What follows belongs to an exercise in optimizing a design on an open flow for small area and a short achievable clock period; a production flow would make more cautious choices.
In this exercise RTL edits were held to simulation tests only and were not proved equivalent to the original.
Power figures rest on the tool's default switching activity, not on a simulated workload.

==> flow/design.v (outline; a module is shown in full before it is edited, if it fits) <==
// module tally_fmul: 191 lines
// module tally_fmul_tree: 3185 lines
// module tally_fmul_add: 611 lines
module tally_fmul (
    input  wire        clk,
    input  wire        rst,         
    input  wire        in_valid,
    input  wire [31:0] in_a,
    input  wire [31:0] in_b,
    input  wire [2:0]  in_rm,       
    output reg         out_valid,
    output reg  [31:0] out_res,
    output reg  [4:0]  out_flags    
);
  // ...
==> flow/flow/run.sh <==
#!/bin/bash
# Own layout flow: the standard synthesis, a polarity clean-up of the
# synthesised netlist (fixpol.py: full adders are self-dual and simple gates
# have complementary and De Morgan forms, so most inverters and buffers that
# synthesis leaves can go), then the standard layout of that netlist with
# faster port buffers and timing repair aimed well inside the clock period.
# Each tool's output goes to a log file of its own in the work folder.
set -euo pipefail
WORK=$(cd "$(dirname "$0")/.." && pwd)
cd "$WORK"
R=$WORK/orfs/results/sky130hd/tally_fmul/base
LIB=$FLOW_HOME/platforms/sky130hd/lib/sky130_fd_sc_hd__tt_025C_1v80.lib
MARGIN=${MARGIN:-13.4}

bash standard.sh synth > "$WORK/log_synth.txt" 2>&1
cp "$R/1_2_yosys.v" "$R/1_2_yosys_standard.v"
python3 "$WORK/flow/fixpol.py" "$LIB" "$R/1_2_yosys_standard.v" "$R/1_2_yosys.v" > "$WORK/log_fixpol.txt" 2>&1
rm -f "$R/1_synth.odb" "$R/1_synth.sdc"

bash standard.sh "BUFFER_PORTS_ARGS=-buffer_cell sky130_fd_sc_hd__buf_4" \
    "SETUP_SLACK_MARGIN=$MARGIN" finish > "$WORK/log_layout.txt" 2>&1
test -f "$WORK/out/final.def"
==> flow/standard.sh <==
#!/bin/bash
# synth_recipe.tcl (not shown) runs the flow's synth.tcl, then flattens the netlist and writes it again
# the make line also repeats each setting of config.mk as NAME=value (left out here)
make -C /OpenROAD-flow-scripts/flow DESIGN_CONFIG=/design/flow/config.mk WORK_HOME=/design/flow/orfs CLKGATE_MAP_FILE= SYNTH_SCRIPT=/design/flow/synth_recipe.tcl "${@:-finish}"
==> flow/config.mk <==
export PLATFORM = sky130hd
export DESIGN_NAME = tally_fmul
export DESIGN_NICKNAME = tally_fmul
export VERILOG_FILES = /design/flow/design.v
export SDC_FILE = /design/flow/constraint.sdc
export NUM_CORES = 4
export LEC_CHECK = 0
export CAP_MARGIN = 20
export CORE_MARGIN = 2
export CORE_UTILIZATION = 40
export SLEW_MARGIN = 20
==> flow/constraint.sdc <==
create_clock -name core_clock -period 18.0 [get_ports {clk}]
set_input_delay 3.6000 -clock core_clock [delete_from_list [all_inputs] [get_ports {clk}]]
set_output_delay 3.6000 -clock core_clock [all_outputs]
set_load 0.01 [all_outputs]
Not shown: flow/flow/fixpol.py
==> impl_metrics.json, run 1 <==
{
  "outcome": "complete, no violations",
  "worst_path_max_delay_cell": "dfxtp_2",
  "place_inst": 3765,
  "worst_pin_slew_ns": 0.9114,
  "ir_worst_vdd_uv": 93.40,
  "post_cts_buffers": 20,
  "setup_viol": 0,
  "clk_pin_slew_ns": 0.07,
  "wl_per_cell_um": 25.34,
  "ios": 108,
  "cts-htree-levels": 2,
  "final_util": 0.4940,
  "place_congestion": 0.9890,
  "worstRegToRegCells": 19,
  "coreArea_um2": 67400,
  "cap_violations": 0,
  "seqPwrFrac": 0.166,
  "clockBufferDepth": 3,
  "post-place-ws_ns": 12.54,
  "crit_path_end_kind": "output port",
  "multi_input_cells": 2322,
  "fin_ws_ns": 13.39,
  "grt_pass1_wl_mm": 145.2,
  "finalCritPeriodShare": 0.2558,
  "vias_per_cell": 6.024,
  "fin_skew_ns": 0.03766,
  "worstSetupStartpointType": "flip-flop",
  "postCtsResizedCells": 201
}
==> module tally_fmul, before the edit <==
module tally_fmul (
    input  wire        clk,
    input  wire        rst,         
    input  wire        in_valid,
    input  wire [31:0] in_a,
    input  wire [31:0] in_b,
    input  wire [2:0]  in_rm,       
    output reg         out_valid,
    output reg  [31:0] out_res,
    output reg  [4:0]  out_flags    
);
    integer i;
    reg        v0;
    reg [31:0] a0, b0;
    reg        ha0, hb0;            
    reg [2:0]  rm0;
    always @(posedge clk) begin
        v0  <= !rst && in_valid;
        a0  <= in_a;
        b0  <= in_b;
        ha0 <= |in_a[30:23];
        hb0 <= |in_b[30:23];
        rm0 <= in_rm;
    end
    wire        sa = a0[31], sb = b0[31];
    wire [7:0]  ea = a0[30:23], eb = b0[30:23];
    wire [22:0] fa = a0[22:0],  fb = b0[22:0];
    wire a_ez = !ha0, b_ez = !hb0;
    wire a_em = (ea == 8'hff), b_em = (eb == 8'hff);
    wire a_fz = (fa == 23'd0), b_fz = (fb == 23'd0);
    wire a_nan  = a_em & ~a_fz, b_nan  = b_em & ~b_fz;
    wire a_inf  = a_em &  a_fz, b_inf  = b_em &  b_fz;
    wire a_zero = a_ez &  a_fz, b_zero = b_ez &  b_fz;
    wire inv_op = (a_inf & b_zero) | (b_inf & a_zero);
    wire s1_nan = a_nan | b_nan | inv_op;
    wire s1_nv  = (a_nan & ~fa[22]) | (b_nan & ~fb[22]) | inv_op;
    wire [1:0] s1_cls = s1_nan ? 2'd3 : (a_inf | b_inf) ? 2'd2 : (a_zero | b_zero) ? 2'd1 : 2'd0;
    wire [23:0] ma = {ha0, fa};
    wire [23:0] mb = {hb0, fb};
    wire [47:0] rs, rc;
    tally_fmul_tree u_tree (.x(ma), .y(mb), .s(rs), .c(rc));
    reg [4:0] lza, lzb, tza, tzb;
    always @(*) begin
        lza = 5'd0;
        lzb = 5'd0;
        for (i = 0; i < 23; i = i + 1) begin
            if (fa[i]) lza = 5'd23 - i[4:0];
            if (fb[i]) lzb = 5'd23 - i[4:0];
        end
        if (ha0) lza = 5'd0;
        if (hb0) lzb = 5'd0;
        tza = 5'd23;
        tzb = 5'd23;
        for (i = 22; i >= 0; i = i - 1) begin
            if (fa[i]) tza = i[4:0];
            if (fb[i]) tzb = i[4:0];
        end
    end
    wire [4:0] lz = lza | lzb;
    wire [9:0] s1_b = {2'b00, ea} + {2'b00, eb} + {9'd0, a_ez} + {9'd0, b_ez} - 10'd127;
    wire [5:0] s1_t  = {1'b0, tza} + {1'b0, tzb};
    wire [6:0] s1_tl = {1'b0, s1_t} + {2'b00, lz};
    wire [9:0] s1_tb = {4'd0, s1_t} + s1_b;
    wire       s1_sd = s1_tb[9] || (s1_tb < 10'd23);
    wire       s1_s0 = s1_tl < 7'd22;
    wire       s1_s1 = s1_tl < 7'd23;
    wire       s1_sg = sa ^ sb;
    wire [1:0] s1_rc = (rm0 == 3'd4) ? 2'd1 :
                       (rm0 == 3'd1) ? 2'd2 :
                       (rm0 == 3'd2) ? (s1_sg ? 2'd3 : 2'd2) :
                       (rm0 == 3'd3) ? (s1_sg ? 2'd2 : 2'd3) : 2'd0;
    reg        v1;
    reg [47:0] s1r, c1r;
    reg [4:0]  lz1;
    reg [9:0]  e1;                  
    reg        sd1, s01, s11;
    reg        sg1, nv1;
    reg [1:0]  cls1;
    reg [1:0]  rc1;
    always @(posedge clk) begin
        v1   <= !rst && v0;
        s1r  <= rs;
        c1r  <= rc;
        lz1  <= lz;
        e1   <= s1_b;
        sd1  <= s1_sd;
        s01  <= s1_s0;
        s11  <= s1_s1;
        sg1  <= s1_sg;
        nv1  <= s1_nv;
        cls1 <= s1_cls;
        rc1  <= s1_rc;
    end
    wire [47:0] prod;
    tally_fmul_add u_add (.s(s1r), .c(c1r), .p(prod));
    wire [9:0]  e   = e1 - {5'd0, lz1};
    wire        dn0 = e[9] | (e == 10'd0);          
    wire        dn1 = e[9];                         
    wire [10:0] u_dn = 11'd24 - {e1[9], e1};
    wire [5:0]  u   = dn0 ? ((u_dn > 11'd50) ? 6'd50 : u_dn[5:0]) : (6'd23 - {1'b0, lz1});
    wire [49:0] q   = {prod, 2'b00};
    wire [49:0] qs  = q >> u;
    wire [26:0] win = qs[26:0];
    wire [47:0] pl  = prod << lz1;
    wire        top = pl[47];
    wire        st_dn = sd1;
    wire        st_n0 = s01;
    wire        st_n1 = s11;
    reg        v2;
    reg [26:0] p2;
    reg        t2;
    reg [9:0]  e2;
    reg        dn0_2, std_2, stn0_2, stn1_2;
    reg        sg2, nv2;
    reg [1:0]  cls2;
    reg [1:0]  rc2;
    always @(posedge clk) begin
        v2     <= !rst && v1;
        p2     <= win;
        t2     <= top;
        e2     <= e;
        dn0_2  <= dn0;
        std_2  <= st_dn;
        stn0_2 <= st_n0;
        stn1_2 <= st_n1;
        sg2    <= sg1;
        nv2    <= nv1;
        cls2   <= cls1;
        rc2    <= rc1;
    end
    function round_up;
        input [1:0] rc;
        input       lsb, g, st;
        case (rc)
            2'd0:    round_up = g && (st || lsb);
            2'd1:    round_up = g;
            2'd2:    round_up = 1'b0;
            default: round_up = g || st;
        endcase
    endfunction
    wire        dn1_2 = e2[9];
    wire        ez0_2 = (e2 == 10'd0);
    wire        ez1_2 = (e2 == 10'h3ff);
    wire        ov0_2 = !e2[9] && (e2 >= 10'd255);
    wire        ov1_2 = !e2[9] && (e2 >= 10'd254);
    wire        m0_2  = (e2 == 10'd254);
    wire        m1_2  = (e2 == 10'd253);
    wire        p47 = t2;
    wire        dn  = p47 ? dn1_2 : dn0_2;
    wire        nsh = p47 && !dn0_2;                 
    wire [25:0] ps  = nsh ? p2[26:1] : p2[25:0];
    wire [23:0] mant   = ps[25:2];
    wire        guard  = ps[1];
    wire        sticky = dn0_2 ? std_2 : (p47 ? stn1_2 : stn0_2);
    wire        inexact = guard | sticky;
    wire        up  = round_up(rc2, mant[0], guard, sticky);
    wire [7:0]  ebf  = dn ? 8'd0 : e2[7:0] + {7'd0, p47};
    wire [7:0]  ebf1 = dn ? 8'd1 : e2[7:0] + {7'd0, p47} + 8'd1;
    wire        all1 = &mant[22:0];
    wire [22:0] finc = mant[22:0] + 23'd1;
    wire [22:0] rf   = up ? finc : mant[22:0];
    wire [7:0]  re   = (up && all1) ? ebf1 : ebf;
    wire        ovf  = !dn && (p47 ? (ov1_2 || (m1_2 && up && all1))
                                   : (ov0_2 || (m0_2 && up && all1)));
    wire        sn0  = p47 ? stn1_2 : stn0_2;
    wire        up_n = round_up(rc2, 1'b1, p2[0], sn0);
    wire        tiny = dn && !((p47 ? ez1_2 : ez0_2) && (p2[24:1] == 24'hffffff) && up_n);
    wire big = (rc2 != 2'd2);
    reg [31:0] res;
    reg [4:0]  flags;
    always @(*) begin
        case (cls2)
            2'd3: begin res = 32'h7fc00000;        flags = {nv2, 4'b0000}; end
            2'd2: begin res = {sg2, 31'h7f800000}; flags = 5'b00000; end
            2'd1: begin res = {sg2, 31'd0};        flags = 5'b00000; end
            default:
                if (ovf) begin
                    res   = big ? {sg2, 31'h7f800000} : {sg2, 31'h7f7fffff};
                    flags = 5'b00101;
                end else begin
                    res   = {sg2, re, rf};
                    flags = {3'b000, tiny && inexact, inexact};
                end
        endcase
    end
    always @(posedge clk) begin
        out_valid <= !rst && v2;
        out_res   <= res;
        out_flags <= flags;
    end
endmodule
==> run 2, diff against run 1 <==
--- a/flow/design.v
+++ b/flow/design.v
@@ -39,4 +39,6 @@
     wire [23:0] mb = {hb0, fb};
-    wire [47:0] rs, rc;
-    tally_fmul_tree u_tree (.x(ma), .y(mb), .s(rs), .c(rc));
+    wire [47:0]  rs;
+    wire [47:12] rc;
+    wire         rk;
+    tally_fmul_tree u_tree (.x(ma), .y(mb), .s(rs), .c(rc), .k(rk));
     reg [4:0] lza, lzb, tza, tzb;
@@ -63,5 +65,8 @@
     wire [9:0] s1_tb = {4'd0, s1_t} + s1_b;
-    wire       s1_sd = s1_tb[9] || (s1_tb < 10'd23);
-    wire       s1_s0 = s1_tl < 7'd22;
-    wire       s1_s1 = s1_tl < 7'd23;
+    wire       tb_ge23 = s1_tb[4] & (s1_tb[3] | (s1_tb[2] & s1_tb[1] & s1_tb[0]));
+    wire       tl_ge22 = s1_tl[4] & (s1_tl[3] | (s1_tl[2] & s1_tl[1]));
+    wire       tl_ge23 = s1_tl[4] & (s1_tl[3] | (s1_tl[2] & s1_tl[1] & s1_tl[0]));
+    wire       s1_sd = s1_tb[9] || ((s1_tb[8:5] == 4'd0) && !tb_ge23);
+    wire       s1_s0 = (s1_tl[6:5] == 2'd0) && !tl_ge22;
+    wire       s1_s1 = (s1_tl[6:5] == 2'd0) && !tl_ge23;
     wire       s1_sg = sa ^ sb;
@@ -72,3 +77,5 @@
     reg        v1;
-    reg [47:0] s1r, c1r;
+    reg [47:0] s1r;
+    reg [47:12] c1r;
+    reg        k1r;
     reg [4:0]  lz1;
@@ -83,2 +90,3 @@
         c1r  <= rc;
+        k1r  <= rk;
         lz1  <= lz;
@@ -94,3 +102,3 @@
     wire [47:0] prod;
-    tally_fmul_add u_add (.s(s1r), .c(c1r), .p(prod));
+    tally_fmul_add u_add (.s(s1r), .c(c1r), .k(k1r), .p(prod));
     wire [9:0]  e   = e1 - {5'd0, lz1};
@@ -99,6 +107,10 @@
     wire [10:0] u_dn = 11'd24 - {e1[9], e1};
-    wire [5:0]  u   = dn0 ? ((u_dn > 11'd50) ? 6'd50 : u_dn[5:0]) : (6'd23 - {1'b0, lz1});
+    wire [5:0]  u   = dn0 ? ((u_dn[10:6] != 5'd0) ? 6'd63 : u_dn[5:0]) : (6'd23 - {1'b0, lz1});
     wire [49:0] q   = {prod, 2'b00};
-    wire [49:0] qs  = q >> u;
-    wire [26:0] win = qs[26:0];
+    wire [49:0] q32 = u[5] ? {32'd0, q[49:32]} : q;
+    wire [42:0] q16 = u[4] ? {9'd0, q32[49:16]} : q32[42:0];
+    wire [34:0] q8  = u[3] ? q16[42:8] : q16[34:0];
+    wire [30:0] q4  = u[2] ? q8[34:4]  : q8[30:0];
+    wire [28:0] q2  = u[1] ? q4[30:2]  : q4[28:0];
+    wire [26:0] win = u[0] ? q2[27:1]  : q2[26:0];
     wire [47:0] pl  = prod << lz1;
@@ -143,4 +155,4 @@
     wire        ez1_2 = (e2 == 10'h3ff);
-    wire        ov0_2 = !e2[9] && (e2 >= 10'd255);
-    wire        ov1_2 = !e2[9] && (e2 >= 10'd254);
+    wire        ov0_2 = !e2[9] && (e2[8] || (&e2[7:0]));    
+    wire        ov1_2 = !e2[9] && (e2[8] || (&e2[7:1]));    
     wire        m0_2  = (e2 == 10'd254);
@@ -156,4 +168,2 @@
     wire        up  = round_up(rc2, mant[0], guard, sticky);
-    wire [7:0]  ebf  = dn ? 8'd0 : e2[7:0] + {7'd0, p47};
-    wire [7:0]  ebf1 = dn ? 8'd1 : e2[7:0] + {7'd0, p47} + 8'd1;
     wire        all1 = &mant[22:0];
@@ -161,3 +171,5 @@
     wire [22:0] rf   = up ? finc : mant[22:0];
-    wire [7:0]  re   = (up && all1) ? ebf1 : ebf;
+    wire        cr   = up && all1;      
+    wire        pe   = p47 && !dn;
+    wire [7:0]  re   = (dn ? 8'd0 : e2[7:0]) + {6'd0, pe & cr, pe ^ cr};
     wire        ovf  = !dn && (p47 ? (ov1_2 || (m1_2 && up && all1))
@@ -195,3 +207,4 @@
     output wire [47:0] s,
-    output wire [47:0] c
+    output wire [47:12] c,
+    output wire        k
 );
@@ -1785,2 +1798,73 @@
     wire t_c1587;
+    wire t_g1588;
+    wire t_x1589;
+    wire t_g1590;
+    wire t_x1591;
+    wire t_g1592;
+    wire t_x1593;
+    wire t_g1594;
+    wire t_x1595;
+    wire t_g1596;
+    wire t_x1597;
+    wire t_g1598;
+    wire t_x1599;
+    wire t_g1600;
+    wire t_x1601;
+    wire t_g1602;
+    wire t_x1603;
+    wire t_g1604;
+    wire t_x1605;
+    wire t_g1606;
+    wire t_x1607;
+    wire t_g1608;
+    wire t_x1609;
+    wire t_P1610;
+    wire t_G1611;
+    wire t_P1612;
+    wire t_G1613;
+    wire t_P1614;
+    wire t_G1615;
+    wire t_P1616;
+    wire t_G1617;
+    wire t_P1618;
+    wire t_G1619;
+    wire t_P1620;
+    wire t_G1621;
+    wire t_P1622;
+    wire t_G1623;
+    wire t_P1624;
+    wire t_G1625;
+    wire t_P1626;
+    wire t_G1627;
+    wire t_P1628;
+    wire t_G1629;
+    wire t_P1630;
+    wire t_G1631;
+    wire t_P1632;
+    wire t_G1633;
+    wire t_P1634;
+    wire t_G1635;
+    wire t_P1636;
+    wire t_G1637;
+    wire t_P1638;
+    wire t_G1639;
+    wire t_P1640;
+    wire t_G1641;
+    wire t_P1642;
+    wire t_G1643;
+    wire t_P1644;
+    wire t_G1645;
+    wire t_P1646;
+    wire t_G1647;
+    wire t_P1648;
+    wire t_sum1649;
+    wire t_sum1650;
+    wire t_sum1651;
+    wire t_sum1652;
+    wire t_sum1653;
+    wire t_sum1654;
+    wire t_sum1655;
+    wire t_sum1656;
+    wire t_sum1657;
+    wire t_sum1658;
     assign t_p0 = x[0] & y[0];
@@ -3373,4 +3457,76 @@
     assign t_c1587 = (t_p551 & t_p574) | (t_p551 & t_c1499) | (t_p574 & t_c1499);
-    assign s = {1'b0, t_p575, t_s1586, t_s1584, t_s1582, t_s1580, t_s1578, t_s1576, t_s1574, t_s1572, t_s1570, t_s1568, t_s1566, t_s1564, t_s1562, t_s1560, t_s1558, t_s1556, t_s1554, t_s1552, t_s1550, t_s1548, t_s1546, t_s1544, t_s1542, t_s1540, t_s1538, t_s1536, t_s1534, t_s1532, t_s1530, t_s1528, t_s1526, t_s1524, t_s1522, t_s1520, t_s1518, t_s1516, t_s1514, t_s1512, t_s1510, t_s1508, t_s1506, t_s1504, t_s1502, t_s1500, t_p1, t_p0};
-    assign c = {1'b0, t_c1587, t_c1585, t_c1583, t_c1581, t_c1579, t_c1577, t_c1575, t_c1573, t_c1571, t_c1569, t_c1567, t_c1565, t_c1563, t_c1561, t_c1559, t_c1557, t_c1555, t_c1553, t_c1551, t_c1549, t_c1547, t_c1545, t_c1543, t_c1541, t_c1539, t_c1537, t_c1535, t_c1533, t_c1531, t_c1529, t_c1527, t_c1525, t_c1523, t_c1521, t_c1519, t_c1517, t_c1515, t_c1513, t_c1511, t_c1509, t_c1507, t_c1505, t_c1503, t_c1501, t_p48, t_p24, 1'b0};
+    assign t_g1588 = t_p1 & t_p24;
+    assign t_x1589 = t_p1 ^ t_p24;
+    assign t_g1590 = t_s1500 & t_p48;
+    assign t_x1591 = t_s1500 ^ t_p48;
+    assign t_g1592 = t_s1502 & t_c1501;
+    assign t_x1593 = t_s1502 ^ t_c1501;
+    assign t_g1594 = t_s1504 & t_c1503;
+    assign t_x1595 = t_s1504 ^ t_c1503;
+    assign t_g1596 = t_s1506 & t_c1505;
+    assign t_x1597 = t_s1506 ^ t_c1505;
+    assign t_g1598 = t_s1508 & t_c1507;
+    assign t_x1599 = t_s1508 ^ t_c1507;
+    assign t_g1600 = t_s1510 & t_c1509;
+    assign t_x1601 = t_s1510 ^ t_c1509;
+    assign t_g1602 = t_s1512 & t_c1511;
+    assign t_x1603 = t_s1512 ^ t_c1511;
+    assign t_g1604 = t_s1514 & t_c1513;
+    assign t_x1605 = t_s1514 ^ t_c1513;
+    assign t_g1606 = t_s1516 & t_c1515;
+    assign t_x1607 = t_s1516 ^ t_c1515;
+    assign t_g1608 = t_s1518 & t_c1517;
+    assign t_x1609 = t_s1518 ^ t_c1517;
+    assign t_P1610 = t_x1589 & t_p0;
+    assign t_G1611 = t_g1592 | (t_x1593 & t_g1590);
+    assign t_P1612 = t_x1593 & t_x1591;
+    assign t_G1613 = t_g1596 | (t_x1597 & t_g1594);
+    assign t_P1614 = t_x1597 & t_x1595;
+    assign t_G1615 = t_g1600 | (t_x1601 & t_g1598);
+    assign t_P1616 = t_x1601 & t_x1599;
+    assign t_G1617 = t_g1604 | (t_x1605 & t_g1602);
+    assign t_P1618 = t_x1605 & t_x1603;
+    assign t_G1619 = t_g1608 | (t_x1609 & t_g1606);
+    assign t_P1620 = t_x1609 & t_x1607;
+    assign t_G1621 = t_g1590 | (t_x1591 & t_g1588);
+    assign t_P1622 = t_x1591 & t_P1610;
+    assign t_G1623 = t_G1611 | (t_P1612 & t_g1588);
+    assign t_P1624 = t_P1612 & t_P1610;
+    assign t_G1625 = t_g1598 | (t_x1599 & t_G1613);
+    assign t_P1626 = t_x1599 & t_P1614;
+    assign t_G1627 = t_G1615 | (t_P1616 & t_G1613);
+    assign t_P1628 = t_P1616 & t_P1614;
+    assign t_G1629 = t_g1606 | (t_x1607 & t_G1617);
+    assign t_P1630 = t_x1607 & t_P1618;
+    assign t_G1631 = t_G1619 | (t_P1620 & t_G1617);
+    assign t_P1632 = t_P1620 & t_P1618;
+    assign t_G1633 = t_g1594 | (t_x1595 & t_G1623);
+    assign t_P1634 = t_x1595 & t_P1624;
+    assign t_G1635 = t_G1613 | (t_P1614 & t_G1623);
+    assign t_P1636 = t_P1614 & t_P1624;
+    assign t_G1637 = t_G1625 | (t_P1626 & t_G1623);
+    assign t_P1638 = t_P1626 & t_P1624;
+    assign t_G1639 = t_G1627 | (t_P1628 & t_G1623);
+    assign t_P1640 = t_P1628 & t_P1624;
+    assign t_G1641 = t_g1602 | (t_x1603 & t_G1639);
+    assign t_P1642 = t_x1603 & t_P1640;
+    assign t_G1643 = t_G1617 | (t_P1618 & t_G1639);
+    assign t_P1644 = t_P1618 & t_P1640;
+    assign t_G1645 = t_G1629 | (t_P1630 & t_G1639);
+    assign t_P1646 = t_P1630 & t_P1640;
+    assign t_G1647 = t_G1631 | (t_P1632 & t_G1639);
+    assign t_P1648 = t_P1632 & t_P1640;
+    assign t_sum1649 = t_x1591 ^ t_g1588;
+    assign t_sum1650 = t_x1593 ^ t_G1621;
+    assign t_sum1651 = t_x1595 ^ t_G1623;
+    assign t_sum1652 = t_x1597 ^ t_G1633;
+    assign t_sum1653 = t_x1599 ^ t_G1635;
+    assign t_sum1654 = t_x1601 ^ t_G1637;
+    assign t_sum1655 = t_x1603 ^ t_G1639;
+    assign t_sum1656 = t_x1605 ^ t_G1641;
+    assign t_sum1657 = t_x1607 ^ t_G1643;
+    assign t_sum1658 = t_x1609 ^ t_G1645;
+    assign s = {1'b0, t_p575, t_s1586, t_s1584, t_s1582, t_s1580, t_s1578, t_s1576, t_s1574, t_s1572, t_s1570, t_s1568, t_s1566, t_s1564, t_s1562, t_s1560, t_s1558, t_s1556, t_s1554, t_s1552, t_s1550, t_s1548, t_s1546, t_s1544, t_s1542, t_s1540, t_s1538, t_s1536, t_s1534, t_s1532, t_s1530, t_s1528, t_s1526, t_s1524, t_s1522, t_s1520, t_sum1658, t_sum1657, t_sum1656, t_sum1655, t_sum1654, t_sum1653, t_sum1652, t_sum1651, t_sum1650, t_sum1649, t_x1589, t_p0};
+    assign c = {1'b0, t_c1587, t_c1585, t_c1583, t_c1581, t_c1579, t_c1577, t_c1575, t_c1573, t_c1571, t_c1569, t_c1567, t_c1565, t_c1563, t_c1561, t_c1559, t_c1557, t_c1555, t_c1553, t_c1551, t_c1549, t_c1547, t_c1545, t_c1543, t_c1541, t_c1539, t_c1537, t_c1535, t_c1533, t_c1531, t_c1529, t_c1527, t_c1525, t_c1523, t_c1521, t_c1519};
+    assign k = t_G1647;
 endmodule
@@ -3378,3 +3534,4 @@
     input  wire [47:0] s,
-    input  wire [47:0] c,
+    input  wire [47:12] c,
+    input  wire        k,
     output wire [47:0] p
@@ -3452,23 +3609,23 @@
     wire a_g70;
-    wire a_x71;
-    wire a_g72;
-    wire a_x73;
-    wire a_g74;
-    wire a_x75;
-    wire a_g76;
-    wire a_x77;
-    wire a_g78;
-    wire a_x79;
-    wire a_g80;
-    wire a_x81;
-    wire a_g82;
-    wire a_x83;
-    wire a_g84;
-    wire a_x85;
-    wire a_g86;
-    wire a_x87;
-    wire a_g88;
-    wire a_x89;
-    wire a_g90;
-    wire a_x91;
+    wire a_G71;
+    wire a_P72;
+    wire a_G73;
+    wire a_P74;
+    wire a_G75;
+    wire a_P76;
+    wire a_G77;
+    wire a_P78;
+    wire a_G79;
+    wire a_P80;
+    wire a_G81;
+    wire a_P82;
+    wire a_G83;
+    wire a_P84;
+    wire a_G85;
+    wire a_P86;
+    wire a_G87;
+    wire a_P88;
+    wire a_G89;
+    wire a_P90;
+    wire a_G91;
     wire a_P92;
@@ -3622,18 +3779,18 @@
     wire a_P240;
-    wire a_G241;
-    wire a_P242;
-    wire a_G243;
-    wire a_P244;
-    wire a_G245;
-    wire a_P246;
-    wire a_G247;
-    wire a_P248;
-    wire a_G249;
-    wire a_P250;
-    wire a_G251;
-    wire a_P252;
-    wire a_G253;
-    wire a_P254;
-    wire a_G255;
-    wire a_P256;
+    wire a_sum241;
+    wire a_sum242;
+    wire a_sum243;
+    wire a_sum244;
+    wire a_sum245;
+    wire a_sum246;
+    wire a_sum247;
+    wire a_sum248;
+    wire a_sum249;
+    wire a_sum250;
+    wire a_sum251;
+    wire a_sum252;
+    wire a_sum253;
+    wire a_sum254;
+    wire a_sum255;
+    wire a_sum256;
     wire a_sum257;
@@ -3657,331 +3814,279 @@
     wire a_sum275;
-    wire a_sum276;
-    wire a_sum277;
-    wire a_sum278;
-    wire a_sum279;
-    wire a_sum280;
-    wire a_sum281;
-    wire a_sum282;
-    wire a_sum283;
-    wire a_sum284;
-    wire a_sum285;
-    wire a_sum286;
-    wire a_sum287;
-    wire a_sum288;
-    wire a_sum289;
-    wire a_sum290;
-    wire a_sum291;
-    wire a_sum292;
-    wire a_sum293;
-    wire a_sum294;
-    wire a_sum295;
-    wire a_sum296;
-    wire a_sum297;
-    wire a_sum298;
-    wire a_sum299;
-    wire a_sum300;
-    wire a_sum301;
-    assign a_g0 = s[1] & c[1];
-    assign a_x1 = s[1] ^ c[1];
-    assign a_g2 = s[2] & c[2];
-    assign a_x3 = s[2] ^ c[2];
-    assign a_g4 = s[3] & c[3];
-    assign a_x5 = s[3] ^ c[3];
-    assign a_g6 = s[4] & c[4];
-    assign a_x7 = s[4] ^ c[4];
-    assign a_g8 = s[5] & c[5];
-    assign a_x9 = s[5] ^ c[5];
-    assign a_g10 = s[6] & c[6];
-    assign a_x11 = s[6] ^ c[6];
-    assign a_g12 = s[7] & c[7];
-    assign a_x13 = s[7] ^ c[7];
-    assign a_g14 = s[8] & c[8];
-    assign a_x15 = s[8] ^ c[8];
-    assign a_g16 = s[9] & c[9];
-    assign a_x17 = s[9] ^ c[9];
-    assign a_g18 = s[10] & c[10];
-    assign a_x19 = s[10] ^ c[10];
-    assign a_g20 = s[11] & c[11];
-    assign a_x21 = s[11] ^ c[11];
-    assign a_g22 = s[12] & c[12];
-    assign a_x23 = s[12] ^ c[12];
-    assign a_g24 = s[13] & c[13];
-    assign a_x25 = s[13] ^ c[13];
-    assign a_g26 = s[14] & c[14];
-    assign a_x27 = s[14] ^ c[14];
-    assign a_g28 = s[15] & c[15];
-    assign a_x29 = s[15] ^ c[15];
-    assign a_g30 = s[16] & c[16];
-    assign a_x31 = s[16] ^ c[16];
-    assign a_g32 = s[17] & c[17];
-    assign a_x33 = s[17] ^ c[17];
-    assign a_g34 = s[18] & c[18];
-    assign a_x35 = s[18] ^ c[18];
-    assign a_g36 = s[19] & c[19];
-    assign a_x37 = s[19] ^ c[19];
-    assign a_g38 = s[20] & c[20];
-    assign a_x39 = s[20] ^ c[20];
-    assign a_g40 = s[21] & c[21];
-    assign a_x41 = s[21] ^ c[21];
-    assign a_g42 = s[22] & c[22];
-    assign a_x43 = s[22] ^ c[22];
-    assign a_g44 = s[23] & c[23];
-    assign a_x45 = s[23] ^ c[23];
-    assign a_g46 = s[24] & c[24];
-    assign a_x47 = s[24] ^ c[24];
-    assign a_g48 = s[25] & c[25];
-    assign a_x49 = s[25] ^ c[25];
-    assign a_g50 = s[26] & c[26];
-    assign a_x51 = s[26] ^ c[26];
-    assign a_g52 = s[27] & c[27];
-    assign a_x53 = s[27] ^ c[27];
-    assign a_g54 = s[28] & c[28];
-    assign a_x55 = s[28] ^ c[28];
-    assign a_g56 = s[29] & c[29];
-    assign a_x57 = s[29] ^ c[29];
-    assign a_g58 = s[30] & c[30];
-    assign a_x59 = s[30] ^ c[30];
-    assign a_g60 = s[31] & c[31];
-    assign a_x61 = s[31] ^ c[31];
-    assign a_g62 = s[32] & c[32];
-    assign a_x63 = s[32] ^ c[32];
-    assign a_g64 = s[33] & c[33];
-    assign a_x65 = s[33] ^ c[33];
-    assign a_g66 = s[34] & c[34];
-    assign a_x67 = s[34] ^ c[34];
-    assign a_g68 = s[35] & c[35];
-    assign a_x69 = s[35] ^ c[35];
-    assign a_g70 = s[36] & c[36];
-    assign a_x71 = s[36] ^ c[36];
-    assign a_g72 = s[37] & c[37];
-    assign a_x73 = s[37] ^ c[37];
-    assign a_g74 = s[38] & c[38];
-    assign a_x75 = s[38] ^ c[38];
-    assign a_g76 = s[39] & c[39];
-    assign a_x77 = s[39] ^ c[39];
-    assign a_g78 = s[40] & c[40];
-    assign a_x79 = s[40] ^ c[40];
-    assign a_g80 = s[41] & c[41];
-    assign a_x81 = s[41] ^ c[41];
-    assign a_g82 = s[42] & c[42];
-    assign a_x83 = s[42] ^ c[42];
-    assign a_g84 = s[43] & c[43];
-    assign a_x85 = s[43] ^ c[43];
-    assign a_g86 = s[44] & c[44];
-    assign a_x87 = s[44] ^ c[44];
-    assign a_g88 = s[45] & c[45];
-    assign a_x89 = s[45] ^ c[45];
-    assign a_g90 = s[46] & c[46];
-    assign a_x91 = s[46] ^ c[46];
-    assign a_P92 = a_x1 & s[0];
-    assign a_G93 = a_g4 | (a_x5 & a_g2);
-    assign a_P94 = a_x5 & a_x3;
-    assign a_G95 = a_g8 | (a_x9 & a_g6);
-    assign a_P96 = a_x9 & a_x7;
-    assign a_G97 = a_g12 | (a_x13 & a_g10);
-    assign a_P98 = a_x13 & a_x11;
-    assign a_G99 = a_g16 | (a_x17 & a_g14);
-    assign a_P100 = a_x17 & a_x15;
-    assign a_G101 = a_g20 | (a_x21 & a_g18);
-    assign a_P102 = a_x21 & a_x19;
-    assign a_G103 = a_g24 | (a_x25 & a_g22);
-    assign a_P104 = a_x25 & a_x23;
-    assign a_G105 = a_g28 | (a_x29 & a_g26);
-    assign a_P106 = a_x29 & a_x27;
-    assign a_G107 = a_g32 | (a_x33 & a_g30);
-    assign a_P108 = a_x33 & a_x31;
-    assign a_G109 = a_g36 | (a_x37 & a_g34);
-    assign a_P110 = a_x37 & a_x35;
-    assign a_G111 = a_g40 | (a_x41 & a_g38);
-    assign a_P112 = a_x41 & a_x39;
-    assign a_G113 = a_g44 | (a_x45 & a_g42);
-    assign a_P114 = a_x45 & a_x43;
-    assign a_G115 = a_g48 | (a_x49 & a_g46);
-    assign a_P116 = a_x49 & a_x47;
-    assign a_G117 = a_g52 | (a_x53 & a_g50);
-    assign a_P118 = a_x53 & a_x51;
-    assign a_G119 = a_g56 | (a_x57 & a_g54);
-    assign a_P120 = a_x57 & a_x55;
-    assign a_G121 = a_g60 | (a_x61 & a_g58);
-    assign a_P122 = a_x61 & a_x59;
-    assign a_G123 = a_g64 | (a_x65 & a_g62);
-    assign a_P124 = a_x65 & a_x63;
-    assign a_G125 = a_g68 | (a_x69 & a_g66);
-    assign a_P126 = a_x69 & a_x67;
-    assign a_G127 = a_g72 | (a_x73 & a_g70);
-    assign a_P128 = a_x73 & a_x71;
-    assign a_G129 = a_g76 | (a_x77 & a_g74);
-    assign a_P130 = a_x77 & a_x75;
-    assign a_G131 = a_g80 | (a_x81 & a_g78);
-    assign a_P132 = a_x81 & a_x79;
-    assign a_G133 = a_g84 | (a_x85 & a_g82);
-    assign a_P134 = a_x85 & a_x83;
-    assign a_G135 = a_g88 | (a_x89 & a_g86);
-    assign a_P136 = a_x89 & a_x87;
-    assign a_G137 = a_G93 | (a_P94 & a_g0);
-    assign a_P138 = a_P94 & a_P92;
-    assign a_G139 = a_G97 | (a_P98 & a_G95);
-    assign a_P140 = a_P98 & a_P96;
-    assign a_G141 = a_G101 | (a_P102 & a_G99);
-    assign a_P142 = a_P102 & a_P100;
-    assign a_G143 = a_G105 | (a_P106 & a_G103);
-    assign a_P144 = a_P106 & a_P104;
-    assign a_G145 = a_G109 | (a_P110 & a_G107);
-    assign a_P146 = a_P110 & a_P108;
-    assign a_G147 = a_G113 | (a_P114 & a_G111);
-    assign a_P148 = a_P114 & a_P112;
-    assign a_G149 = a_G117 | (a_P118 & a_G115);
-    assign a_P150 = a_P118 & a_P116;
-    assign a_G151 = a_G121 | (a_P122 & a_G119);
-    assign a_P152 = a_P122 & a_P120;
-    assign a_G153 = a_G125 | (a_P126 & a_G123);
-    assign a_P154 = a_P126 & a_P124;
-    assign a_G155 = a_G129 | (a_P130 & a_G127);
-    assign a_P156 = a_P130 & a_P128;
-    assign a_G157 = a_G133 | (a_P134 & a_G131);
-    assign a_P158 = a_P134 & a_P132;
-    assign a_G159 = a_G139 | (a_P140 & a_G137);
-    assign a_P160 = a_P140 & a_P138;
-    assign a_G161 = a_G143 | (a_P144 & a_G141);
-    assign a_P162 = a_P144 & a_P142;
-    assign a_G163 = a_G147 | (a_P148 & a_G145);
-    assign a_P164 = a_P148 & a_P146;
-    assign a_G165 = a_G151 | (a_P152 & a_G149);
-    assign a_P166 = a_P152 & a_P150;
-    assign a_G167 = a_G155 | (a_P156 & a_G153);
-    assign a_P168 = a_P156 & a_P154;
-    assign a_G169 = a_G161 | (a_P162 & a_G159);
-    assign a_P170 = a_P162 & a_P160;
-    assign a_G171 = a_G165 | (a_P166 & a_G163);
-    assign a_P172 = a_P166 & a_P164;
-    assign a_G173 = a_G171 | (a_P172 & a_G169);
-    assign a_P174 = a_P172 & a_P170;
-    assign a_G175 = a_G163 | (a_P164 & a_G169);
-    assign a_P176 = a_P164 & a_P170;
-    assign a_G177 = a_G167 | (a_P168 & a_G173);
-    assign a_P178 = a_P168 & a_P174;
-    assign a_G179 = a_G141 | (a_P142 & a_G159);
-    assign a_P180 = a_P142 & a_P160;
-    assign a_G181 = a_G145 | (a_P146 & a_G169);
-    assign a_P182 = a_P146 & a_P170;
-    assign a_G183 = a_G149 | (a_P150 & a_G175);
-    assign a_P184 = a_P150 & a_P176;
-    assign a_G185 = a_G153 | (a_P154 & a_G173);
-    assign a_P186 = a_P154 & a_P174;
-    assign a_G187 = a_G157 | (a_P158 & a_G177);
-    assign a_P188 = a_P158 & a_P178;
-    assign a_G189 = a_G95 | (a_P96 & a_G137);
-    assign a_P190 = a_P96 & a_P138;
-    assign a_G191 = a_G99 | (a_P100 & a_G159);
-    assign a_P192 = a_P100 & a_P160;
-    assign a_G193 = a_G103 | (a_P104 & a_G179);
-    assign a_P194 = a_P104 & a_P180;
-    assign a_G195 = a_G107 | (a_P108 & a_G169);
-    assign a_P196 = a_P108 & a_P170;
-    assign a_G197 = a_G111 | (a_P112 & a_G181);
-    assign a_P198 = a_P112 & a_P182;
-    assign a_G199 = a_G115 | (a_P116 & a_G175);
-    assign a_P200 = a_P116 & a_P176;
-    assign a_G201 = a_G119 | (a_P120 & a_G183);
-    assign a_P202 = a_P120 & a_P184;
-    assign a_G203 = a_G123 | (a_P124 & a_G173);
-    assign a_P204 = a_P124 & a_P174;
-    assign a_G205 = a_G127 | (a_P128 & a_G185);
-    assign a_P206 = a_P128 & a_P186;
-    assign a_G207 = a_G131 | (a_P132 & a_G177);
-    assign a_P208 = a_P132 & a_P178;
-    assign a_G209 = a_G135 | (a_P136 & a_G187);
-    assign a_P210 = a_P136 & a_P188;
-    assign a_G211 = a_g2 | (a_x3 & a_g0);
-    assign a_P212 = a_x3 & a_P92;
-    assign a_G213 = a_g6 | (a_x7 & a_G137);
-    assign a_P214 = a_x7 & a_P138;
-    assign a_G215 = a_g10 | (a_x11 & a_G189);
-    assign a_P216 = a_x11 & a_P190;
-    assign a_G217 = a_g14 | (a_x15 & a_G159);
-    assign a_P218 = a_x15 & a_P160;
-    assign a_G219 = a_g18 | (a_x19 & a_G191);
-    assign a_P220 = a_x19 & a_P192;
-    assign a_G221 = a_g22 | (a_x23 & a_G179);
-    assign a_P222 = a_x23 & a_P180;
-    assign a_G223 = a_g26 | (a_x27 & a_G193);
-    assign a_P224 = a_x27 & a_P194;
-    assign a_G225 = a_g30 | (a_x31 & a_G169);
-    assign a_P226 = a_x31 & a_P170;
-    assign a_G227 = a_g34 | (a_x35 & a_G195);
-    assign a_P228 = a_x35 & a_P196;
-    assign a_G229 = a_g38 | (a_x39 & a_G181);
-    assign a_P230 = a_x39 & a_P182;
-    assign a_G231 = a_g42 | (a_x43 & a_G197);
-    assign a_P232 = a_x43 & a_P198;
-    assign a_G233 = a_g46 | (a_x47 & a_G175);
-    assign a_P234 = a_x47 & a_P176;
-    assign a_G235 = a_g50 | (a_x51 & a_G199);
-    assign a_P236 = a_x51 & a_P200;
-    assign a_G237 = a_g54 | (a_x55 & a_G183);
-    assign a_P238 = a_x55 & a_P184;
-    assign a_G239 = a_g58 | (a_x59 & a_G201);
-    assign a_P240 = a_x59 & a_P202;
-    assign a_G241 = a_g62 | (a_x63 & a_G173);
-    assign a_P242 = a_x63 & a_P174;
-    assign a_G243 = a_g66 | (a_x67 & a_G203);
-    assign a_P244 = a_x67 & a_P204;
-    assign a_G245 = a_g70 | (a_x71 & a_G185);
-    assign a_P246 = a_x71 & a_P186;
-    assign a_G247 = a_g74 | (a_x75 & a_G205);
-    assign a_P248 = a_x75 & a_P206;
-    assign a_G249 = a_g78 | (a_x79 & a_G177);
-    assign a_P250 = a_x79 & a_P178;
-    assign a_G251 = a_g82 | (a_x83 & a_G207);
-    assign a_P252 = a_x83 & a_P208;
-    assign a_G253 = a_g86 | (a_x87 & a_G187);
-    assign a_P254 = a_x87 & a_P188;
-    assign a_G255 = a_g90 | (a_x91 & a_G209);
-    assign a_P256 = a_x91 & a_P210;
-    assign a_sum257 = a_x3 ^ a_g0;
-    assign a_sum258 = a_x5 ^ a_G211;
-    assign a_sum259 = a_x7 ^ a_G137;
-    assign a_sum260 = a_x9 ^ a_G213;
-    assign a_sum261 = a_x11 ^ a_G189;
-    assign a_sum262 = a_x13 ^ a_G215;
-    assign a_sum263 = a_x15 ^ a_G159;
-    assign a_sum264 = a_x17 ^ a_G217;
-    assign a_sum265 = a_x19 ^ a_G191;
-    assign a_sum266 = a_x21 ^ a_G219;
-    assign a_sum267 = a_x23 ^ a_G179;
-    assign a_sum268 = a_x25 ^ a_G221;
-    assign a_sum269 = a_x27 ^ a_G193;
-    assign a_sum270 = a_x29 ^ a_G223;
-    assign a_sum271 = a_x31 ^ a_G169;
-    assign a_sum272 = a_x33 ^ a_G225;
-    assign a_sum273 = a_x35 ^ a_G195;
-    assign a_sum274 = a_x37 ^ a_G227;
-    assign a_sum275 = a_x39 ^ a_G181;
-    assign a_sum276 = a_x41 ^ a_G229;
-    assign a_sum277 = a_x43 ^ a_G197;
-    assign a_sum278 = a_x45 ^ a_G231;
-    assign a_sum279 = a_x47 ^ a_G175;
-    assign a_sum280 = a_x49 ^ a_G233;
-    assign a_sum281 = a_x51 ^ a_G199;
-    assign a_sum282 = a_x53 ^ a_G235;
-    assign a_sum283 = a_x55 ^ a_G183;
-    assign a_sum284 = a_x57 ^ a_G237;
-    assign a_sum285 = a_x59 ^ a_G201;
-    assign a_sum286 = a_x61 ^ a_G239;
-    assign a_sum287 = a_x63 ^ a_G173;
-    assign a_sum288 = a_x65 ^ a_G241;
-    assign a_sum289 = a_x67 ^ a_G203;
-    assign a_sum290 = a_x69 ^ a_G243;
-    assign a_sum291 = a_x71 ^ a_G185;
-    assign a_sum292 = a_x73 ^ a_G245;
-    assign a_sum293 = a_x75 ^ a_G205;
-    assign a_sum294 = a_x77 ^ a_G247;
-    assign a_sum295 = a_x79 ^ a_G177;
-    assign a_sum296 = a_x81 ^ a_G249;
-    assign a_sum297 = a_x83 ^ a_G207;
-    assign a_sum298 = a_x85 ^ a_G251;
-    assign a_sum299 = a_x87 ^ a_G187;
-    assign a_sum300 = a_x89 ^ a_G253;
-    assign a_sum301 = a_x91 ^ a_G209;
-    assign p = {a_G255, a_sum301, a_sum300, a_sum299, a_sum298, a_sum297, a_sum296, a_sum295, a_sum294, a_sum293, a_sum292, a_sum291, a_sum290, a_sum289, a_sum288, a_sum287, a_sum286, a_sum285, a_sum284, a_sum283, a_sum282, a_sum281, a_sum280, a_sum279, a_sum278, a_sum277, a_sum276, a_sum275, a_sum274, a_sum273, a_sum272, a_sum271, a_sum270, a_sum269, a_sum268, a_sum267, a_sum266, a_sum265, a_sum264, a_sum263, a_sum262, a_sum261, a_sum260, a_sum259, a_sum258, a_sum257, a_x1, s[0]};
+    assign a_g0 = s[12] & c[12];
+    assign a_x1 = s[12] ^ c[12];
+    assign a_g2 = s[13] & c[13];
+    assign a_x3 = s[13] ^ c[13];
+    assign a_g4 = s[14] & c[14];
+    assign a_x5 = s[14] ^ c[14];
+    assign a_g6 = s[15] & c[15];
+    assign a_x7 = s[15] ^ c[15];
+    assign a_g8 = s[16] & c[16];
+    assign a_x9 = s[16] ^ c[16];
+    assign a_g10 = s[17] & c[17];
+    assign a_x11 = s[17] ^ c[17];
+    assign a_g12 = s[18] & c[18];
+    assign a_x13 = s[18] ^ c[18];
+    assign a_g14 = s[19] & c[19];
+    assign a_x15 = s[19] ^ c[19];
+    assign a_g16 = s[20] & c[20];
+    assign a_x17 = s[20] ^ c[20];
+    assign a_g18 = s[21] & c[21];
+    assign a_x19 = s[21] ^ c[21];
+    assign a_g20 = s[22] & c[22];
+    assign a_x21 = s[22] ^ c[22];
+    assign a_g22 = s[23] & c[23];
+    assign a_x23 = s[23] ^ c[23];
+    assign a_g24 = s[24] & c[24];
+    assign a_x25 = s[24] ^ c[24];
+    assign a_g26 = s[25] & c[25];
+    assign a_x27 = s[25] ^ c[25];
+    assign a_g28 = s[26] & c[26];
+    assign a_x29 = s[26] ^ c[26];
+    assign a_g30 = s[27] & c[27];
+    assign a_x31 = s[27] ^ c[27];
+    assign a_g32 = s[28] & c[28];
+    assign a_x33 = s[28] ^ c[28];
+    assign a_g34 = s[29] & c[29];
+    assign a_x35 = s[29] ^ c[29];
+    assign a_g36 = s[30] & c[30];
+    assign a_x37 = s[30] ^ c[30];
+    assign a_g38 = s[31] & c[31];
+    assign a_x39 = s[31] ^ c[31];
+    assign a_g40 = s[32] & c[32];
+    assign a_x41 = s[32] ^ c[32];
+    assign a_g42 = s[33] & c[33];
+    assign a_x43 = s[33] ^ c[33];
+    assign a_g44 = s[34] & c[34];
+    assign a_x45 = s[34] ^ c[34];
+    assign a_g46 = s[35] & c[35];
+    assign a_x47 = s[35] ^ c[35];
+    assign a_g48 = s[36] & c[36];
+    assign a_x49 = s[36] ^ c[36];
+    assign a_g50 = s[37] & c[37];
+    assign a_x51 = s[37] ^ c[37];
+    assign a_g52 = s[38] & c[38];
+    assign a_x53 = s[38] ^ c[38];
+    assign a_g54 = s[39] & c[39];
+    assign a_x55 = s[39] ^ c[39];
+    assign a_g56 = s[40] & c[40];
+    assign a_x57 = s[40] ^ c[40];
+    assign a_g58 = s[41] & c[41];
+    assign a_x59 = s[41] ^ c[41];
+    assign a_g60 = s[42] & c[42];
+    assign a_x61 = s[42] ^ c[42];
+    assign a_g62 = s[43] & c[43];
+    assign a_x63 = s[43] ^ c[43];
+    assign a_g64 = s[44] & c[44];
+    assign a_x65 = s[44] ^ c[44];
+    assign a_g66 = s[45] & c[45];
+    assign a_x67 = s[45] ^ c[45];
+    assign a_g68 = s[46] & c[46];
+    assign a_x69 = s[46] ^ c[46];
+    assign a_g70 = a_g0 | (a_x1 & k);
+    assign a_G71 = a_g2 | (a_x3 & a_g70);
+    assign a_P72 = a_x3 & a_x1;
+    assign a_G73 = a_g6 | (a_x7 & a_g4);
+    assign a_P74 = a_x7 & a_x5;
+    assign a_G75 = a_g10 | (a_x11 & a_g8);
+    assign a_P76 = a_x11 & a_x9;
+    assign a_G77 = a_g14 | (a_x15 & a_g12);
+    assign a_P78 = a_x15 & a_x13;
+    assign a_G79 = a_g18 | (a_x19 & a_g16);
+    assign a_P80 = a_x19 & a_x17;
+    assign a_G81 = a_g22 | (a_x23 & a_g20);
+    assign a_P82 = a_x23 & a_x21;
+    assign a_G83 = a_g26 | (a_x27 & a_g24);
+    assign a_P84 = a_x27 & a_x25;
+    assign a_G85 = a_g30 | (a_x31 & a_g28);
+    assign a_P86 = a_x31 & a_x29;
+    assign a_G87 = a_g34 | (a_x35 & a_g32);
+    assign a_P88 = a_x35 & a_x33;
+    assign a_G89 = a_g38 | (a_x39 & a_g36);
+    assign a_P90 = a_x39 & a_x37;
+    assign a_G91 = a_g42 | (a_x43 & a_g40);
+    assign a_P92 = a_x43 & a_x41;
+    assign a_G93 = a_g46 | (a_x47 & a_g44);
+    assign a_P94 = a_x47 & a_x45;
+    assign a_G95 = a_g50 | (a_x51 & a_g48);
+    assign a_P96 = a_x51 & a_x49;
+    assign a_G97 = a_g54 | (a_x55 & a_g52);
+    assign a_P98 = a_x55 & a_x53;
+    assign a_G99 = a_g58 | (a_x59 & a_g56);
+    assign a_P100 = a_x59 & a_x57;
+    assign a_G101 = a_g62 | (a_x63 & a_g60);
+    assign a_P102 = a_x63 & a_x61;
+    assign a_G103 = a_g66 | (a_x67 & a_g64);
+    assign a_P104 = a_x67 & a_x65;
+    assign a_G105 = a_g4 | (a_x5 & a_G71);
+    assign a_P106 = a_x5 & a_P72;
+    assign a_G107 = a_G73 | (a_P74 & a_G71);
+    assign a_P108 = a_P74 & a_P72;
+    assign a_G109 = a_g12 | (a_x13 & a_G75);
+    assign a_P110 = a_x13 & a_P76;
+    assign a_G111 = a_G77 | (a_P78 & a_G75);
+    assign a_P112 = a_P78 & a_P76;
+    assign a_G113 = a_g20 | (a_x21 & a_G79);
+    assign a_P114 = a_x21 & a_P80;
+    assign a_G115 = a_G81 | (a_P82 & a_G79);
+    assign a_P116 = a_P82 & a_P80;
+    assign a_G117 = a_g28 | (a_x29 & a_G83);
+    assign a_P118 = a_x29 & a_P84;
+    assign a_G119 = a_G85 | (a_P86 & a_G83);
+    assign a_P120 = a_P86 & a_P84;
+    assign a_G121 = a_g36 | (a_x37 & a_G87);
+    assign a_P122 = a_x37 & a_P88;
+    assign a_G123 = a_G89 | (a_P90 & a_G87);
+    assign a_P124 = a_P90 & a_P88;
+    assign a_G125 = a_g44 | (a_x45 & a_G91);
+    assign a_P126 = a_x45 & a_P92;
+    assign a_G127 = a_G93 | (a_P94 & a_G91);
+    assign a_P128 = a_P94 & a_P92;
+    assign a_G129 = a_g52 | (a_x53 & a_G95);
+    assign a_P130 = a_x53 & a_P96;
+    assign a_G131 = a_G97 | (a_P98 & a_G95);
+    assign a_P132 = a_P98 & a_P96;
+    assign a_G133 = a_g60 | (a_x61 & a_G99);
+    assign a_P134 = a_x61 & a_P100;
+    assign a_G135 = a_G101 | (a_P102 & a_G99);
+    assign a_P136 = a_P102 & a_P100;
+    assign a_G137 = a_g68 | (a_x69 & a_G103);
+    assign a_P138 = a_x69 & a_P104;
+    assign a_G139 = a_g8 | (a_x9 & a_G107);
+    assign a_P140 = a_x9 & a_P108;
+    assign a_G141 = a_G75 | (a_P76 & a_G107);
+    assign a_P142 = a_P76 & a_P108;
+    assign a_G143 = a_G109 | (a_P110 & a_G107);
+    assign a_P144 = a_P110 & a_P108;
+    assign a_G145 = a_G111 | (a_P112 & a_G107);
+    assign a_P146 = a_P112 & a_P108;
+    assign a_G147 = a_g24 | (a_x25 & a_G115);
+    assign a_P148 = a_x25 & a_P116;
+    assign a_G149 = a_G83 | (a_P84 & a_G115);
+    assign a_P150 = a_P84 & a_P116;
+    assign a_G151 = a_G117 | (a_P118 & a_G115);
+    assign a_P152 = a_P118 & a_P116;
+    assign a_G153 = a_G119 | (a_P120 & a_G115);
+    assign a_P154 = a_P120 & a_P116;
+    assign a_G155 = a_g40 | (a_x41 & a_G123);
+    assign a_P156 = a_x41 & a_P124;
+    assign a_G157 = a_G91 | (a_P92 & a_G123);
+    assign a_P158 = a_P92 & a_P124;
+    assign a_G159 = a_G125 | (a_P126 & a_G123);
+    assign a_P160 = a_P126 & a_P124;
+    assign a_G161 = a_G127 | (a_P128 & a_G123);
+    assign a_P162 = a_P128 & a_P124;
+    assign a_G163 = a_g56 | (a_x57 & a_G131);
+    assign a_P164 = a_x57 & a_P132;
+    assign a_G165 = a_G99 | (a_P100 & a_G131);
+    assign a_P166 = a_P100 & a_P132;
+    assign a_G167 = a_G133 | (a_P134 & a_G131);
+    assign a_P168 = a_P134 & a_P132;
+    assign a_G169 = a_G135 | (a_P136 & a_G131);
+    assign a_P170 = a_P136 & a_P132;
+    assign a_G171 = a_g16 | (a_x17 & a_G145);
+    assign a_P172 = a_x17 & a_P146;
+    assign a_G173 = a_G79 | (a_P80 & a_G145);
+    assign a_P174 = a_P80 & a_P146;
+    assign a_G175 = a_G113 | (a_P114 & a_G145);
+    assign a_P176 = a_P114 & a_P146;
+    assign a_G177 = a_G115 | (a_P116 & a_G145);
+    assign a_P178 = a_P116 & a_P146;
+    assign a_G179 = a_G147 | (a_P148 & a_G145);
+    assign a_P180 = a_P148 & a_P146;
+    assign a_G181 = a_G149 | (a_P150 & a_G145);
+    assign a_P182 = a_P150 & a_P146;
+    assign a_G183 = a_G151 | (a_P152 & a_G145);
+    assign a_P184 = a_P152 & a_P146;
+    assign a_G185 = a_G153 | (a_P154 & a_G145);
+    assign a_P186 = a_P154 & a_P146;
+    assign a_G187 = a_g48 | (a_x49 & a_G161);
+    assign a_P188 = a_x49 & a_P162;
+    assign a_G189 = a_G95 | (a_P96 & a_G161);
+    assign a_P190 = a_P96 & a_P162;
+    assign a_G191 = a_G129 | (a_P130 & a_G161);
+    assign a_P192 = a_P130 & a_P162;
+    assign a_G193 = a_G131 | (a_P132 & a_G161);
+    assign a_P194 = a_P132 & a_P162;
+    assign a_G195 = a_G163 | (a_P164 & a_G161);
+    assign a_P196 = a_P164 & a_P162;
+    assign a_G197 = a_G165 | (a_P166 & a_G161);
+    assign a_P198 = a_P166 & a_P162;
+    assign a_G199 = a_G167 | (a_P168 & a_G161);
+    assign a_P200 = a_P168 & a_P162;
+    assign a_G201 = a_G169 | (a_P170 & a_G161);
+    assign a_P202 = a_P170 & a_P162;
+    assign a_G203 = a_g32 | (a_x33 & a_G185);
+    assign a_P204 = a_x33 & a_P186;
+    assign a_G205 = a_G87 | (a_P88 & a_G185);
+    assign a_P206 = a_P88 & a_P186;
+    assign a_G207 = a_G121 | (a_P122 & a_G185);
+    assign a_P208 = a_P122 & a_P186;
+    assign a_G209 = a_G123 | (a_P124 & a_G185);
+    assign a_P210 = a_P124 & a_P186;
+    assign a_G211 = a_G155 | (a_P156 & a_G185);
+    assign a_P212 = a_P156 & a_P186;
+    assign a_G213 = a_G157 | (a_P158 & a_G185);
+    assign a_P214 = a_P158 & a_P186;
+    assign a_G215 = a_G159 | (a_P160 & a_G185);
+    assign a_P216 = a_P160 & a_P186;
+    assign a_G217 = a_G161 | (a_P162 & a_G185);
+    assign a_P218 = a_P162 & a_P186;
+    assign a_G219 = a_G187 | (a_P188 & a_G185);
+    assign a_P220 = a_P188 & a_P186;
+    assign a_G221 = a_G189 | (a_P190 & a_G185);
+    assign a_P222 = a_P190 & a_P186;
+    assign a_G223 = a_G191 | (a_P192 & a_G185);
+    assign a_P224 = a_P192 & a_P186;
+    assign a_G225 = a_G193 | (a_P194 & a_G185);
+    assign a_P226 = a_P194 & a_P186;
+    assign a_G227 = a_G195 | (a_P196 & a_G185);
+    assign a_P228 = a_P196 & a_P186;
+    assign a_G229 = a_G197 | (a_P198 & a_G185);
+    assign a_P230 = a_P198 & a_P186;
+    assign a_G231 = a_G199 | (a_P200 & a_G185);
+    assign a_P232 = a_P200 & a_P186;
+    assign a_G233 = a_G201 | (a_P202 & a_G185);
+    assign a_P234 = a_P202 & a_P186;
+    assign a_G235 = a_g64 | (a_x65 & a_G233);
+    assign a_P236 = a_x65 & a_P234;
+    assign a_G237 = a_G103 | (a_P104 & a_G233);
+    assign a_P238 = a_P104 & a_P234;
+    assign a_G239 = a_G137 | (a_P138 & a_G233);
+    assign a_P240 = a_P138 & a_P234;
+    assign a_sum241 = a_x1 ^ k;
+    assign a_sum242 = a_x3 ^ a_g70;
+    assign a_sum243 = a_x5 ^ a_G71;
+    assign a_sum244 = a_x7 ^ a_G105;
+    assign a_sum245 = a_x9 ^ a_G107;
+    assign a_sum246 = a_x11 ^ a_G139;
+    assign a_sum247 = a_x13 ^ a_G141;
+    assign a_sum248 = a_x15 ^ a_G143;
+    assign a_sum249 = a_x17 ^ a_G145;
+    assign a_sum250 = a_x19 ^ a_G171;
+    assign a_sum251 = a_x21 ^ a_G173;
+    assign a_sum252 = a_x23 ^ a_G175;
+    assign a_sum253 = a_x25 ^ a_G177;
+    assign a_sum254 = a_x27 ^ a_G179;
+    assign a_sum255 = a_x29 ^ a_G181;
+    assign a_sum256 = a_x31 ^ a_G183;
+    assign a_sum257 = a_x33 ^ a_G185;
+    assign a_sum258 = a_x35 ^ a_G203;
+    assign a_sum259 = a_x37 ^ a_G205;
+    assign a_sum260 = a_x39 ^ a_G207;
+    assign a_sum261 = a_x41 ^ a_G209;
+    assign a_sum262 = a_x43 ^ a_G211;
+    assign a_sum263 = a_x45 ^ a_G213;
+    assign a_sum264 = a_x47 ^ a_G215;
+    assign a_sum265 = a_x49 ^ a_G217;
+    assign a_sum266 = a_x51 ^ a_G219;
+    assign a_sum267 = a_x53 ^ a_G221;
+    assign a_sum268 = a_x55 ^ a_G223;
+    assign a_sum269 = a_x57 ^ a_G225;
+    assign a_sum270 = a_x59 ^ a_G227;
+    assign a_sum271 = a_x61 ^ a_G229;
+    assign a_sum272 = a_x63 ^ a_G231;
+    assign a_sum273 = a_x65 ^ a_G233;
+    assign a_sum274 = a_x67 ^ a_G235;
+    assign a_sum275 = a_x69 ^ a_G237;
+    assign p = {a_G239, a_sum275, a_sum274, a_sum273, a_sum272, a_sum271, a_sum270, a_sum269, a_sum268, a_sum267, a_sum266, a_sum265, a_sum264, a_sum263, a_sum262, a_sum261, a_sum260, a_sum259, a_sum258, a_sum257, a_sum256, a_sum255, a_sum254, a_sum253, a_sum252, a_sum251, a_sum250, a_sum249, a_sum248, a_sum247, a_sum246, a_sum245, a_sum244, a_sum243, a_sum242, a_sum241, s[11:0]};
 endmodule
==> flow/flow/run.sh (replaced) <==
#!/bin/bash
set -euo pipefail
WORK=$(cd "$(dirname "$0")/.." && pwd)
cd "$WORK"
R=$WORK/orfs/results/sky130hd/tally_fmul/base
LIB=$FLOW_HOME/platforms/sky130hd/lib/sky130_fd_sc_hd__tt_025C_1v80.lib
MARGIN=${MARGIN:-13.4}

bash standard.sh synth > "$WORK/log_synth.txt" 2>&1
cp "$R/1_2_yosys.v" "$R/1_2_yosys_standard.v"
python3 "$WORK/flow/fixpol.py" "$LIB" "$R/1_2_yosys_standard.v" "$R/1_2_yosys.v" > "$WORK/log_fixpol.txt" 2>&1
rm -f "$R/1_synth.odb" "$R/1_synth.sdc"

bash standard.sh "BUFFER_PORTS_ARGS=-buffer_cell sky130_fd_sc_hd__buf_2" \
    "SETUP_SLACK_MARGIN=$MARGIN" \
    finish > "$WORK/log_layout.txt" 2>&1
test -f "$WORK/out/final.def"
--- a/flow/config.mk
+++ b/flow/config.mk
@@ -10,2 +10,4 @@
 export CORE_UTILIZATION = 40
+export CTS_CLUSTER_DIAMETER = 100
+export CTS_CLUSTER_SIZE = 16
 export SLEW_MARGIN = 20
==> run 2 against run 1 <==
  * Clock power decreased by 27%
  * Final cell count shrank 3.9%
  * Utilization down 2.3 points
  * Critical path depth unchanged
  * Die area decreased by 4.7%
  * Fmax up 0.21%
  * Via count decreased by 6.4%
  * Largest cell class unchanged
  * Largest power group unchanged
==> impl_metrics.json, run 2 <==
{
  "cts-htree-levels": 1,
  "finalCritPeriodShare": 0.2553,
  "hold_viol": 0,
  "fin_tns_setup_ns": 0,
  "final_cell_mix": "nor2_1, fa_1, dfxtp_1",
  "final_cell_count_no_fill": 3745,
  "place_inst": 3629,
  "worstSetupStartpointType": "flip-flop",
  "layout_commonest_cell": "nor2_1",
  "die_x_um": 259.2,
  "ios": 108,
  "hold_end": "rc2[1]",
  "setup_viol": 0,
  "firstDrtPassIters": 7,
  "slew_headroom": 0.3769,
  "syn-cell-area_um2": 26050,
  "drc_errors": 0,
  "ir_worst_vdd_uv": 88.40,
  "slew_viol_final": 0,
  "cts.sinks": 263,
  "row_count": 93,
  "clk_pin_slew_ns": 0.07,
  "die_y_um": 259.2,
  "arrival_ns": 1.00,
  "period_needed_ns": 4.595,
  "worst_pin_slew_ns": 0.9261,
  "start_util": 0.4042,
  "drt_iter0_drc": 2011,
  "crit_path_end_kind": "output port",
  "globalRouteTotalUtil": 0.2569,
  "cts_tree": "done",
  "critPathRequiredTime_ns": 14.40,
  "holdCritPathClass": "reg -> reg",
  "antenna_cells": 0,
  "min_path_cells": 0,
  "worstRegToRegCells": 10,
  "critPathMaxStageDelay_ns": 0.31,
  "largest_reg_flops": 47,
  "fin_skew_ns": 0.02258,
  "powerDensity_nw_per_um2": 166.2,
  "whs_ns": 0.3282,
  "final_util": 0.4714,
  "syn_inst": 2616,
  "dieArea_um2": 67190,
  "hpwl_mm": 60.54,
  "via_count": 21960,
  "grt_max_degree": 49,
  "clockBufferDepth": 3,
  "overflow": 0,
  "cts_root_buf": "clkbuf_16",
  "worst-setup-path-type": "reg -> out",
  "worst_path_max_delay_cell": "dfxtp_1",
  "outcome": "complete, no violations",
  "drive_gt1_frac": 0.1554,
  "clkLatencyLatePin_ns": 0.58,
  "antenna_found_initial": 0,
  "reg2reg_from": "b0[10]",
  "rrSetupSlack_ns": 13.46,
  "syn_to_final_growth_pct": 16.65,
  "reg_top3": "s1r (47), c1r (35)",
  "cp_top_family": "flip-flops",
  "hold_start": "rc1[1]",
  "finalWirelength_mm": 88.57,
  "place_congestion": 0.9180,
  "fmax_mhz": 217.6,
  "p_leak_nw": 13.39,
  "worstPathMaxFanout": 1,
  "cp_num_buf_inv": 1,
  "grt_pass1_wl_mm": 133.1,
  "layout.nets": 3559,
  "fin_ws_ns": 13.40,
  "final_antenna_net_count": 0,
  "syn_nets": 3295,
  "yosys_warnings": 1,
  "cts-buffers-inserted": 24,
  "worstPathCellList": "buf_2",
  "regMostFlops": "s1r",
  "coreArea_um2": 64460,
  "post-place-ws_ns": 12.53,
  "grt_pass1_vias": 23250,
  "cap_violations": 0,
  "wl_per_cell_um": 23.65,
  "avgSynthCellArea_um2": 9.959,
  "rsz0062_at_grt": "true",
  "portBuffers": 106,
  "timing.rr.end": "c1r[15]",
  "vias_per_cell": 5.864
}
run 2: changes by cell type in the layout (fill, tap and decap cells not counted), sizes merged, moves of 12 or more:
cell    previous run  this run
fa               512       500
mux2i             87        33
a211oi            33        18
inv              124       105
a22oi              6        21
clkbuf            56        35
o21ai             59        75
nand2            143       130
xnor2             22        40
a21oi            105       122
run 2: what timing repair did:
action | 4_1_cts | 5_1_grt
buffers inserted | 21 | 44
gates cloned | 4 | 11
gates resized for setup | 92 | 144
hold buffers | 0 | 0
pin swaps | 9 | 47
endpoints found under the setup margin | 137 | 114
run 2: cell type report:
cell class,instances,area (µm²)
timing repair buffer,230,1932
tap,855,1070
multi-input combinational,2237,20750
fill,6013,34070
sequential,263,5321
timing repair inverter,5,32.53
clock inverter,9,122.6
clock buffer,27,643.1
inverter,119,519.2
run 2: worst register-to-register path, cell delays in order (launching register included):
cell and delay, ns:
dfxtp_2 0.39, clkinvlp_4 0.13, buf_12 0.17, nor2_1 0.16, fa_1 0.46, fa_1 0.54
fa_1 0.59, fa_2 0.48, fa_2 0.60, fa_1 0.42, fa_1 0.48
run 2: per-stage QoR:
stage	total power, mW	area, µm²
3_3_place_gp	4.234	28050
5_1_grt	5.454	30390
6_report	5.051	30390
3_5_place_dp	4.338	28070
4_1_cts	4.939	29350
2_1_floorplan	3.241	26060
run 2: metal layers:
metal  track usage  share of wire  vias up
met3       0.05438           0.10      315
met1        0.3209           0.38    10960
met2        0.4332           0.47     1261
li1              -              -     9427
met4        0.1058          0.054        0
met5             0              0        -
run 2: power breakdown:
part           leakage, nW  switching (mW)  total [mW]  internal, mW
clock network        0.366           0.251       0.525         0.274
registers             2.21           0.129       0.947         0.818
logic                 10.8            2.05        3.58          1.53
run 2: how the worst max path moves through the flow:
stage	start	end	slack, ns	cells past startpoint
final	out_res[23]	out_res[23]	13.40	1
after global routing	s1r[12]	p2[1]	13.34	15
after CTS	out_res[23]	out_res[23]	13.36	1
after detailed placement	dn0_2	out_res[29]	12.53	18
after global placement	dn0_2	out_res[29]	12.53	18
after floorplan	a0[22]	s1r[22]	13.47	9

## separate check: timing with driven ports
In the flow no input, the clock included, has a driving cell. The finished layouts below were timed again as built, in two steps. Step 1 (the two cells are an assumption about what drives the block):
set clk [get_ports {clk}]
set_driving_cell -lib_cell sky130_fd_sc_hd__clkbuf_16 $clk
set_driving_cell -lib_cell sky130_fd_sc_hd__buf_2 [delete_from_list [all_inputs] $clk]
Step 2 adds t to the input delays and takes it off the output delays; t is the mean of the earliest and latest rising clock arrival at the registers after step 1. Input paths then give back, and output paths get back, about the clock's delay inside the block. a / b / c = ideal / step 1 / step 2; a / b = the first two.
| run | t, ns | slack for setup (ns) | worst data-port slew with drivers (ns) |
|---|---|---|---|
| run 1 | 0.618 | 13.395 / 13.330 / 13.437 | 0.06 |
| run 2 | 0.625 | 13.405 / 13.346 / 13.459 | 0.04 |
After both steps setup and hold are still met in every run listed.
